From an optimization exercise on the open Yosys and OpenROAD flow, aimed at small area, a short achievable clock period and few clock cycles per item; shortcuts taken in it are not production practice. Function was checked by simulation only, so behaviour that the tests miss may differ from the original.

File: flow/run.sh
#!/bin/bash
# synth_recipe.tcl (not shown) runs the flow's synth.tcl, then flattens the netlist and writes it again
# the make line also repeats each setting of config.mk as NAME=value (left out here)
make -C /OpenROAD-flow-scripts/flow DESIGN_CONFIG=/design/flow/config.mk WORK_HOME=/design/flow/orfs CLKGATE_MAP_FILE= SYNTH_SCRIPT=/design/flow/synth_recipe.tcl finish
File: flow/config.mk
export PLATFORM = sky130hd
export DESIGN_NAME = cap_meas
export DESIGN_NICKNAME = cap_meas
export VERILOG_FILES = /design/flow/design.v
export SDC_FILE = /design/flow/constraint.sdc
export NUM_CORES = 4
export LEC_CHECK = 0
export CAP_MARGIN = 20
export CORE_MARGIN = 2
export CORE_UTILIZATION = 40
export SLEW_MARGIN = 20
File: flow/constraint.sdc
create_clock -name core_clock -period 14.0 [get_ports {clk}]
set_input_delay 2.8000 -clock core_clock [delete_from_list [all_inputs] [get_ports {clk}]]
set_output_delay 2.8000 -clock core_clock [all_outputs]
set_load 0.01 [all_outputs]
File: flow/design.v
module cap_meas (
    input  wire               clk,
    input  wire               rst,
    input  wire               start,
    input  wire signed [13:0] top,
    input  wire signed [13:0] base,
    output wire               ready,
    input  wire               in_valid,
    input  wire               in_last,
    input  wire signed [13:0] in_code,
    output reg                done,
    output reg  signed [13:0] res_min,
    output reg  signed [13:0] res_max,
    output reg  signed [31:0] res_mean,
    output reg         [31:0] res_rms,
    output reg         [31:0] res_period,
    output reg         [47:0] res_freq,
    output reg         [14:0] res_ampl,
    output reg         [31:0] res_rise,
    output reg         [31:0] res_fall,
    output reg         [31:0] res_over,
    output reg         [9:0]  res_none
);
    localparam S_IDLE = 2'd0, S_STREAM = 2'd1, S_CALC = 2'd2;
    localparam OP_MEAN = 4'd0,  OP_MSQ  = 4'd1,  OP_SQRT = 4'd2,
               OP_MF   = 4'd3,  OP_ML   = 4'd4,  OP_PER  = 4'd5,
               OP_FREQ = 4'd6,  OP_RL   = 4'd7,  OP_RH   = 4'd8,
               OP_FH   = 4'd9,  OP_FL   = 4'd10, OP_OVER = 4'd11;
    localparam NW = 76;    
    localparam DW = 26;    
    localparam [56:0] FREQ_K = 57'd64000000000000000;
    reg [1:0] state;
    wire signed [14:0] d_in = top - base;
    wire        [15:0] low_x  = d_in + 16'sd16395;           
    wire        [15:0] high_x = 16'sd16395 - d_in;           
    wire        [31:0] low_p  = low_x * 32'd52429;
    wire        [31:0] high_p = high_x * 32'd52429;
    wire signed [15:0] low_off  = $signed({3'b000, low_p[31:19]}) - 16'sd1639;    
    wire signed [15:0] mid_off  = (d_in + 15'sd1) >>> 1;                           
    wire signed [15:0] high_adj = $signed({3'b000, high_p[31:19]}) - 16'sd1639;   
    wire        [11:0] hyst_in  = (d_in >= 15'sd128) ? d_in[15-1:4] : 12'd8;
    reg signed [13:0] r_top;
    reg signed [14:0] r_d;
    reg signed [16:0] up_low, dn_low, up_mid, dn_mid, up_high, dn_high;
    reg signed [13:0] v_low, v_mid, v_high;
    reg        [15:0] cnt;
    reg signed [13:0] mn, mx, prev;
    reg signed [30:0] sum;
    reg        [41:0] sumsq;
    reg               s_low, s_mid, s_high;
    reg [15:0] mf_k, ml_k, lc_k, rh_k, hc_k, fl_k;
    reg [14:0] mf_n, ml_n, lc_n, rh_n, hc_n, fl_n;
    reg [14:0] mf_d, ml_d, lc_d, rh_d, hc_d, fl_d;
    reg [15:0] mid_cnt;
    reg        lc_ok, hc_ok, rise_ok, fall_ok;
    reg [15:0] rl_k;    
    reg [14:0] rl_n, rl_d;
    reg [15:0] fh_k;    
    reg [14:0] fh_n, fh_d;
    wire signed [16:0] x2 = $signed({in_code, 1'b0});
    wire signed [27:0] sq = in_code * in_code;
    wire first = (cnt == 16'd0);
    wire rise_low  = !first && !s_low  && (x2 >= up_low);
    wire fall_low  = !first &&  s_low  && (x2 <= dn_low);
    wire rise_mid  = !first && !s_mid  && (x2 >= up_mid);
    wire rise_high = !first && !s_high && (x2 >= up_high);
    wire fall_high = !first &&  s_high && (x2 <= dn_high);
    wire fall_mid  = !first &&  s_mid  && (x2 <= dn_mid);
    function [14:0] rnum;
        input signed [13:0] v, a;
        reg signed [14:0] t;
        begin
            t = v - a;
            rnum = t[14] ? 15'd0 : t;
        end
    endfunction
    wire [14:0] den_r = in_code - prev;    
    wire [14:0] den_f = prev - in_code;    
    reg  [3:0]    op;
    reg           op_load;
    reg  [6:0]    it;
    reg  [NW-1:0] quo;
    reg  [DW:0]   rem;
    reg  [DW-1:0] den;
    reg  [59:0]   sq_rad;
    reg  [31:0]   sq_root;
    reg  [31:0]   sq_rem;
    wire [DW+1:0] rem_sh  = {rem, quo[NW-1]};
    wire [DW+1:0] rem_sub = rem_sh - {2'b00, den};
    wire [33:0] sq_trial = {sq_rem[31:0], sq_rad[59:58]} - {sq_root[31:0], 2'b01};
    reg  [31:0] t_mf, t_ml, t_rl, t_rh, t_fh, t_fl;   
    reg  [NW-1:0] msq_q;
    wire [23:0] span     = t_ml - t_mf;
    wire [15:0] c_m1     = mid_cnt - 16'd1;
    wire        per_ok   = (mid_cnt >= 16'd2);
    wire        d_pos    = (r_d > 15'sd0);
    reg  [NW-1:0] ld_num;
    reg  [DW-1:0] ld_den;
    function [31:0] xtime;    
        input [15:0] k;
        input [NW-1:0] frac;
        begin
            xtime = {k - 16'd1, 8'd0} + frac[31:0];
        end
    endfunction
    wire signed [15:0] over_diff = mx - r_top;
    always @(*) begin
        ld_num = {NW{1'b0}};
        ld_den = {{(DW-1){1'b0}}, 1'b1};
        case (op)
            OP_MEAN: begin
                ld_num = ({45'd0, sum + $signed({2'b00, cnt, 13'd0})} << 17) + cnt;
                ld_den = {cnt, 1'b0};
            end
            OP_MSQ: begin
                ld_num = {sumsq, 32'd0};
                ld_den = cnt;
            end
            OP_MF: begin ld_num = {mf_n, 9'd0} + mf_d; ld_den = {mf_d, 1'b0}; end
            OP_ML: begin ld_num = {ml_n, 9'd0} + ml_d; ld_den = {ml_d, 1'b0}; end
            OP_PER: begin
                ld_num = {span, 1'b0} + c_m1;
                ld_den = {c_m1, 1'b0};
            end
            OP_FREQ: begin
                ld_num = ((c_m1 * FREQ_K) << 1) + span;
                ld_den = {span, 1'b0};
            end
            OP_RL: begin ld_num = {rl_n, 9'd0} + rl_d; ld_den = {rl_d, 1'b0}; end
            OP_RH: begin ld_num = {rh_n, 9'd0} + rh_d; ld_den = {rh_d, 1'b0}; end
            OP_FH: begin ld_num = {fh_n, 9'd0} + fh_d; ld_den = {fh_d, 1'b0}; end
            OP_FL: begin ld_num = {fl_n, 9'd0} + fl_d; ld_den = {fl_d, 1'b0}; end
            OP_OVER: begin
                ld_num = {over_diff, 17'd0} + r_d;
                ld_den = {r_d, 1'b0};
            end
            default: ;
        endcase
        if (ld_den == {DW{1'b0}})
            ld_den = {{(DW-1){1'b0}}, 1'b1};
    end
    assign ready = (state == S_IDLE);
    always @(posedge clk) begin
        if (rst) begin
            state <= S_IDLE;
            done  <= 1'b0;
        end else begin
            done <= 1'b0;
            case (state)
                S_IDLE: begin
                    if (start) begin
                        state   <= S_STREAM;
                        r_top   <= top;
                        r_d     <= d_in;
                        v_low   <= base + low_off;
                        v_mid   <= base + mid_off;
                        v_high  <= top + high_adj;
                        up_low  <= 2 * (base + low_off) + $signed({1'b0, hyst_in});
                        dn_low  <= 2 * (base + low_off) - $signed({1'b0, hyst_in});
                        up_mid  <= 2 * (base + mid_off) + $signed({1'b0, hyst_in});
                        dn_mid  <= 2 * (base + mid_off) - $signed({1'b0, hyst_in});
                        up_high <= 2 * (top + high_adj) + $signed({1'b0, hyst_in});
                        dn_high <= 2 * (top + high_adj) - $signed({1'b0, hyst_in});
                        cnt     <= 16'd0;
                        sum     <= 31'sd0;
                        sumsq   <= 42'd0;
                        mid_cnt <= 16'd0;
                        lc_ok   <= 1'b0;
                        hc_ok   <= 1'b0;
                        rise_ok <= 1'b0;
                        fall_ok <= 1'b0;
                    end
                end
                S_STREAM: begin
                    if (in_valid) begin
                        cnt   <= cnt + 16'd1;
                        prev  <= in_code;
                        sum   <= sum + in_code;
                        sumsq <= sumsq + $unsigned(sq);
                        if (first || in_code < mn) mn <= in_code;
                        if (first || in_code > mx) mx <= in_code;
                        if (first) begin
                            s_low  <= (in_code >= v_low);
                            s_mid  <= (in_code >= v_mid);
                            s_high <= (in_code >= v_high);
                        end else begin
                            if (rise_low)  s_low  <= 1'b1;
                            if (fall_low)  s_low  <= 1'b0;
                            if (rise_mid)  s_mid  <= 1'b1;
                            if (fall_mid)  s_mid  <= 1'b0;
                            if (rise_high) s_high <= 1'b1;
                            if (fall_high) s_high <= 1'b0;
                        end
                        if (rise_mid) begin
                            if (mid_cnt != 16'hFFFF) mid_cnt <= mid_cnt + 16'd1;
                            if (mid_cnt == 16'd0) begin
                                mf_k <= cnt; mf_n <= rnum(v_mid, prev); mf_d <= den_r;
                            end
                            ml_k <= cnt; ml_n <= rnum(v_mid, prev); ml_d <= den_r;
                        end
                        if (rise_low) begin
                            lc_ok <= 1'b1;
                            lc_k <= cnt; lc_n <= rnum(v_low, prev); lc_d <= den_r;
                        end else if (fall_low) begin
                            lc_ok <= 1'b0;
                        end
                        if (rise_high && !rise_ok && (lc_ok || rise_low)) begin
                            rise_ok <= 1'b1;
                            rh_k <= cnt; rh_n <= rnum(v_high, prev); rh_d <= den_r;
                            if (rise_low) begin
                                rl_k <= cnt; rl_n <= rnum(v_low, prev); rl_d <= den_r;
                            end else begin
                                rl_k <= lc_k; rl_n <= lc_n; rl_d <= lc_d;
                            end
                        end
                        if (fall_high) begin
                            hc_ok <= 1'b1;
                            hc_k <= cnt; hc_n <= rnum(prev, v_high); hc_d <= den_f;
                        end else if (rise_high) begin
                            hc_ok <= 1'b0;
                        end
                        if (fall_low && !fall_ok && (hc_ok || fall_high)) begin
                            fall_ok <= 1'b1;
                            fl_k <= cnt; fl_n <= rnum(prev, v_low); fl_d <= den_f;
                            if (fall_high) begin
                                fh_k <= cnt; fh_n <= rnum(prev, v_high); fh_d <= den_f;
                            end else begin
                                fh_k <= hc_k; fh_n <= hc_n; fh_d <= hc_d;
                            end
                        end
                        if (in_last) begin
                            state   <= S_CALC;
                            op      <= OP_MEAN;
                            op_load <= 1'b1;
                        end
                    end
                end
                S_CALC: begin
                    if (op_load) begin
                        op_load <= 1'b0;
                        if (op == OP_SQRT) begin
                            sq_rad  <= msq_q[59:0];
                            sq_root <= 32'd0;
                            sq_rem  <= 32'd0;
                            it      <= 7'd30;
                        end else begin
                            quo <= ld_num;
                            rem <= {(DW+1){1'b0}};
                            den <= ld_den;
                            it  <= NW[6:0];
                        end
                    end else if (it != 7'd0) begin
                        it <= it - 7'd1;
                        if (op == OP_SQRT) begin
                            sq_rad <= {sq_rad[57:0], 2'b00};
                            if (!sq_trial[33]) begin
                                sq_rem  <= sq_trial[31:0];
                                sq_root <= {sq_root[30:0], 1'b1};
                            end else begin
                                sq_rem  <= {sq_rem[29:0], sq_rad[59:58]};
                                sq_root <= {sq_root[30:0], 1'b0};
                            end
                        end else begin
                            if (!rem_sub[DW+1]) begin
                                rem <= rem_sub[DW:0];
                                quo <= {quo[NW-2:0], 1'b1};
                            end else begin
                                rem <= rem_sh[DW:0];
                                quo <= {quo[NW-2:0], 1'b0};
                            end
                        end
                    end else begin
                        case (op)
                            OP_MEAN: res_mean <= quo[31:0] - 32'd536870912;
                            OP_MSQ:  msq_q    <= quo;
                            OP_SQRT: res_rms  <= sq_root;
                            OP_MF:   t_mf     <= xtime(mf_k, quo);
                            OP_ML:   t_ml     <= xtime(ml_k, quo);
                            OP_PER:  res_period <= per_ok ? quo[31:0] : 32'd0;
                            OP_FREQ: res_freq   <= per_ok ? quo[47:0] : 48'd0;
                            OP_RL:   t_rl     <= xtime(rl_k, quo);
                            OP_RH:   t_rh     <= xtime(rh_k, quo);
                            OP_FH:   t_fh     <= xtime(fh_k, quo);
                            OP_FL:   t_fl     <= xtime(fl_k, quo);
                            OP_OVER: res_over <= (d_pos && over_diff > 16'sd0) ? quo[31:0] : 32'd0;
                            default: ;
                        endcase
                        if (op == OP_OVER) begin
                            state    <= S_IDLE;
                            done     <= 1'b1;
                            res_min  <= mn;
                            res_max  <= mx;
                            res_ampl <= mx - mn;
                            res_rise <= (d_pos && rise_ok) ? t_rh - t_rl : 32'd0;
                            res_fall <= (d_pos && fall_ok) ? t_fl - t_fh : 32'd0;
                            res_none <= {!d_pos,
                                         !(d_pos && fall_ok),
                                         !(d_pos && rise_ok),
                                         1'b0,
                                         !per_ok, !per_ok,
                                         4'b0000};
                        end else begin
                            op      <= op + 4'd1;
                            op_load <= 1'b1;
                        end
                    end
                end
                default: state <= S_IDLE;
            endcase
        end
    end
endmodule
==> summary.txt <==
stage by stage:
step                      setup slack (ps)  cells
final                                  739  15100
after global routing                  13.3  15100
after CTS                              603  15100
after detailed placement              -258  14800
after global placement               -24.2  14800
after floorplan                        794  10600
state kept, by name, indices dropped and copies added (netlist names), 24 cells and up:
| name | cells |
|---|---|
| t_fh | 32 |
| sq_rad | 60 |
| t_mf | 24 |
| sq_rem | 32 |
| sq_root | 32 |
| sumsq | 42 |
| sum | 31 |
| t_fl | 32 |
| t_rh | 32 |
| quo | 76 |
| res_rms | 32 |
| t_ml | 24 |
| msq_q | 60 |
| rem | 27 |
| res_over | 32 |
| res_mean | 32 |
| res_rise | 32 |
| res_period | 32 |
| res_freq | 48 |
| res_fall | 32 |
| den | 25 |
| t_rl | 32 |
cells by family (layout without fill, tap and decap cells):
logic type | count (synthesis) | after routing | synth area share [%]
other | 2 | 15 | 0.00663
AO/OA/AOI/OAI | 1970 | 1970 | 11.4
XOR/XNOR | 921 | 921 | 7.13
adder cells (fa/ha/maj) | 1890 | 1890 | 24.6
buffers and inverters | 1615 | 2352 | 5.39
multiplexers | 147 | 147 | 1.40
AND/OR/NAND/NOR | 2590 | 2590 | 11.0
flip-flops | 1476 | 1476 | 39.1
per-layer routing:
layer | track usage, % | vias to the layer above | wire, microns
met5 | 0 | - | 44
li1 | - | 38400 | -
met4 | 8.55 | 6 | 13600
met3 | 3.02 | 568 | 22700
met2 | 39.6 | 2776 | 162000
met1 | 33.1 | 40300 | 155000
cell type report:
cell class	instances	area (sq um)	area share, %
well taps	3743	4680	3.63
inverters	1370	5150	3.99
flip-flops and latches	1476	44300	34.4
clock buffers	199	4510	3.50
clock inverters	116	1150	0.892
repair buffers	667	5900	4.57
multi-input cells	7529	63200	49.0
diodes	4	10.0	0.00776
cell usage in the layout (no fill, tap or decap), types with 70 or more instances in the layout:
cell type	instances
clkbuf_16	176
xor2_1	332
nand2b_1	99
edfxtp_1	1473
ha_1	1320
nand4_1	87
inv_1	1352
mux2_2	93
nor2_1	876
clkdlybuf4s50_1	326
o21a_1	120
nand3_1	164
fa_1	570
a21oi_1	565
o21ai_0	346
nand2_1	567
nor2b_1	157
xnor2_1	579
a21o_1	222
o21bai_1	111
and3_1	70
nor3_1	165
and2_1	132
buf_4	325
worst register-to-register path: cells and delay by family (launching register included):
kind | cells | cell delay, ps
buffers and inverters | 4 | 1190
AOI/OAI and AO/OA | 6 | 1540
DFF | 1 | 690
adders and majority gates | 8 | 3880
and+or+nand+nor | 10 | 3140
xor gates and xnor gates | 1 | 150
path summary, 6_finish.rpt:
check | from | to | slack, ps | cells after the start
setup / recovery | top[0] | dn_low[13] | 740 | 48
setup reg to reg | mid_cnt[0] | quo[73] | 3260 | 29
hold / removal | quo[50] | msq_q[50] | 440 | 0
hold reg to reg | quo[50] | msq_q[50] | 440 | 0
==> run_results.csv <==
group,metric,value,unit
synthesis,synth_edf_count,1473,
detailed_routing,ant_nets,0,
critical_path,cpLargestDelayFamily,"adder cells",
sta,max_freq,75.4,MHz
sta,whs,444,ps
cells_and_area,drive_above_1_share,7.33,%
critical_path,cp-start-kind,"input port",
clocking,cts_setup_buffers,0,
synthesis,yosysMostFrequentCell,"edfxtp_1",
clocking,root_buffer,"clkbuf_16",
sta,tns,0,ps
cells_and_area,final_util,45.7,%
die,pin_count,342,
clocking,cts_resized,0,
clocking,cts_hold_buf,0,
clocking,htree_num_levels,4,
placement,dp_hpwl,276000,microns
sta,rsz0062_at_grt,"false",
sta,setup_violations,0,
die,die_x,536,microns
clocking,cts_tree,"done",
hold_path,hp-class,"flip-flop to flip-flop",
synthesis,synth_top_cell_by_area,"edfxtp_1",
detailed_routing,num_vias,82000,
detailed_routing,drt_pass1_iterations,6,
die,start_util,40.2,%
synthesis,postSynthCellCount,10600,
die,num_rows,195,
critical_path,cp.required,14560,ps
synthesis,synth-main-ff-cell,"edfxtp_1",
placement,place_area,123000,sq um
synthesis,synthDominantCellAreaShare,39.0,%
clocking,clkSinkCount,1476,
critical_path,worstSetupEndpointType,"flip-flop",
sta,slew_headroom,17.8,%
sta,skew,98.5,ps
detailed_routing,drt-initial-drc-count,7631,
cells_and_area,fin_area,129000,sq um
critical_path,crit_arrival,13820,ps
placement,gp_congestion,1.00,
sta,slew_viol_final,0,
synthesis,synth_area_leaders,"edfxtp_1 (39%), ha_1 (15%), fa_1 (10%)",
critical_path,crit_path_max_incr_delay,510,ps
synthesis,yosys_warnings,1,
synthesis,ys_seq_elements,1476,
global_routing,grt_pass1_vias,82100,
detailed_routing,wirelength,354000,microns
detailed_routing,post-route-drc-count,0,
sta,worst_pin_slew,1220,ps
global_routing,grt_max_degree,207,
critical_path,cp.buffers_inverters,8,
clocking,clk_latency,890,ps
synthesis,yosys.cell_types.count,105,
die,die_h,536,microns
die,die-area,288000,sq um
synthesis,ys_seq_area_share,39.1,%
placement,portBuffers,336,
clocking,clkTransAtPathRegs,50,ps
cells_and_area,nets,13200,
synthesis,syn-cell-area,113000,sq um
clocking,cts_buffers,173,
global_routing,track_usage,24.2,%
sta,fin_crit_sh,94.7,%
detailed_routing,drt-vias-per-instance,5.43,
global_routing,antenna_found_initial,17,
sta,finalHoldViolations,0,
synthesis,synth_commonest_cells,"edfxtp_1 (1473), inv_1 (1354), ha_1 (1320), nor2_1 (892), xnor2_1 (583)",
outcome,status,"complete, no violations",
cells_and_area,fillers,26200,
detailed_routing,wl_per_cell,23.4,microns
sta,period_needed,13260,ps
job,cap_violations,0,
critical_path,critPathKind,"input port to flip-flop",
clocking,clockBufferDepth,4,
global_routing,grt_pass1_wl,524000,microns
critical_path,worstPathMaxFanout,4,
synthesis,synth-async-reset-ratio,0,%
die,core_area,282000,sq um
cells_and_area,area_delta_synth_final,13.7,%
global_routing,grt_overflow,0,
synthesis,postSynthAreaPerCell,10.7,sq um
critical_path,slowest_stage,"fa_1",
Testbench counts, summed over its fixed seeds: cycles 366,200, records 256.

-- separate check: timing with driven ports --
The results above use ideal ports. As a check the final layout listed here was re-extracted and re-timed, cells and wires unchanged. Step 1 assumes that a clkbuf_16 drives the clock port and a buf_2 every other input. Step 2 times the ports against the registers' clock, not the clock port: input delays grow and output delays shrink by t, the midpoint of the rising clock arrivals with the driver on. Slacks: ideal ports / drivers / drivers and shift; pairs: ideal ports / drivers.
shift t [ns]: 0.951
setup WS [ns]: 0.739 / 0.822 / -0.129
worst setup path at the end: input to register
latest minus earliest clock arrival (ns): 0.111 / 0.111
Met with ideal ports but missed after step 2: setup timing in this run. The setup slack of this run moves by +0.083 ns with the drivers and by -0.868 ns with both steps.
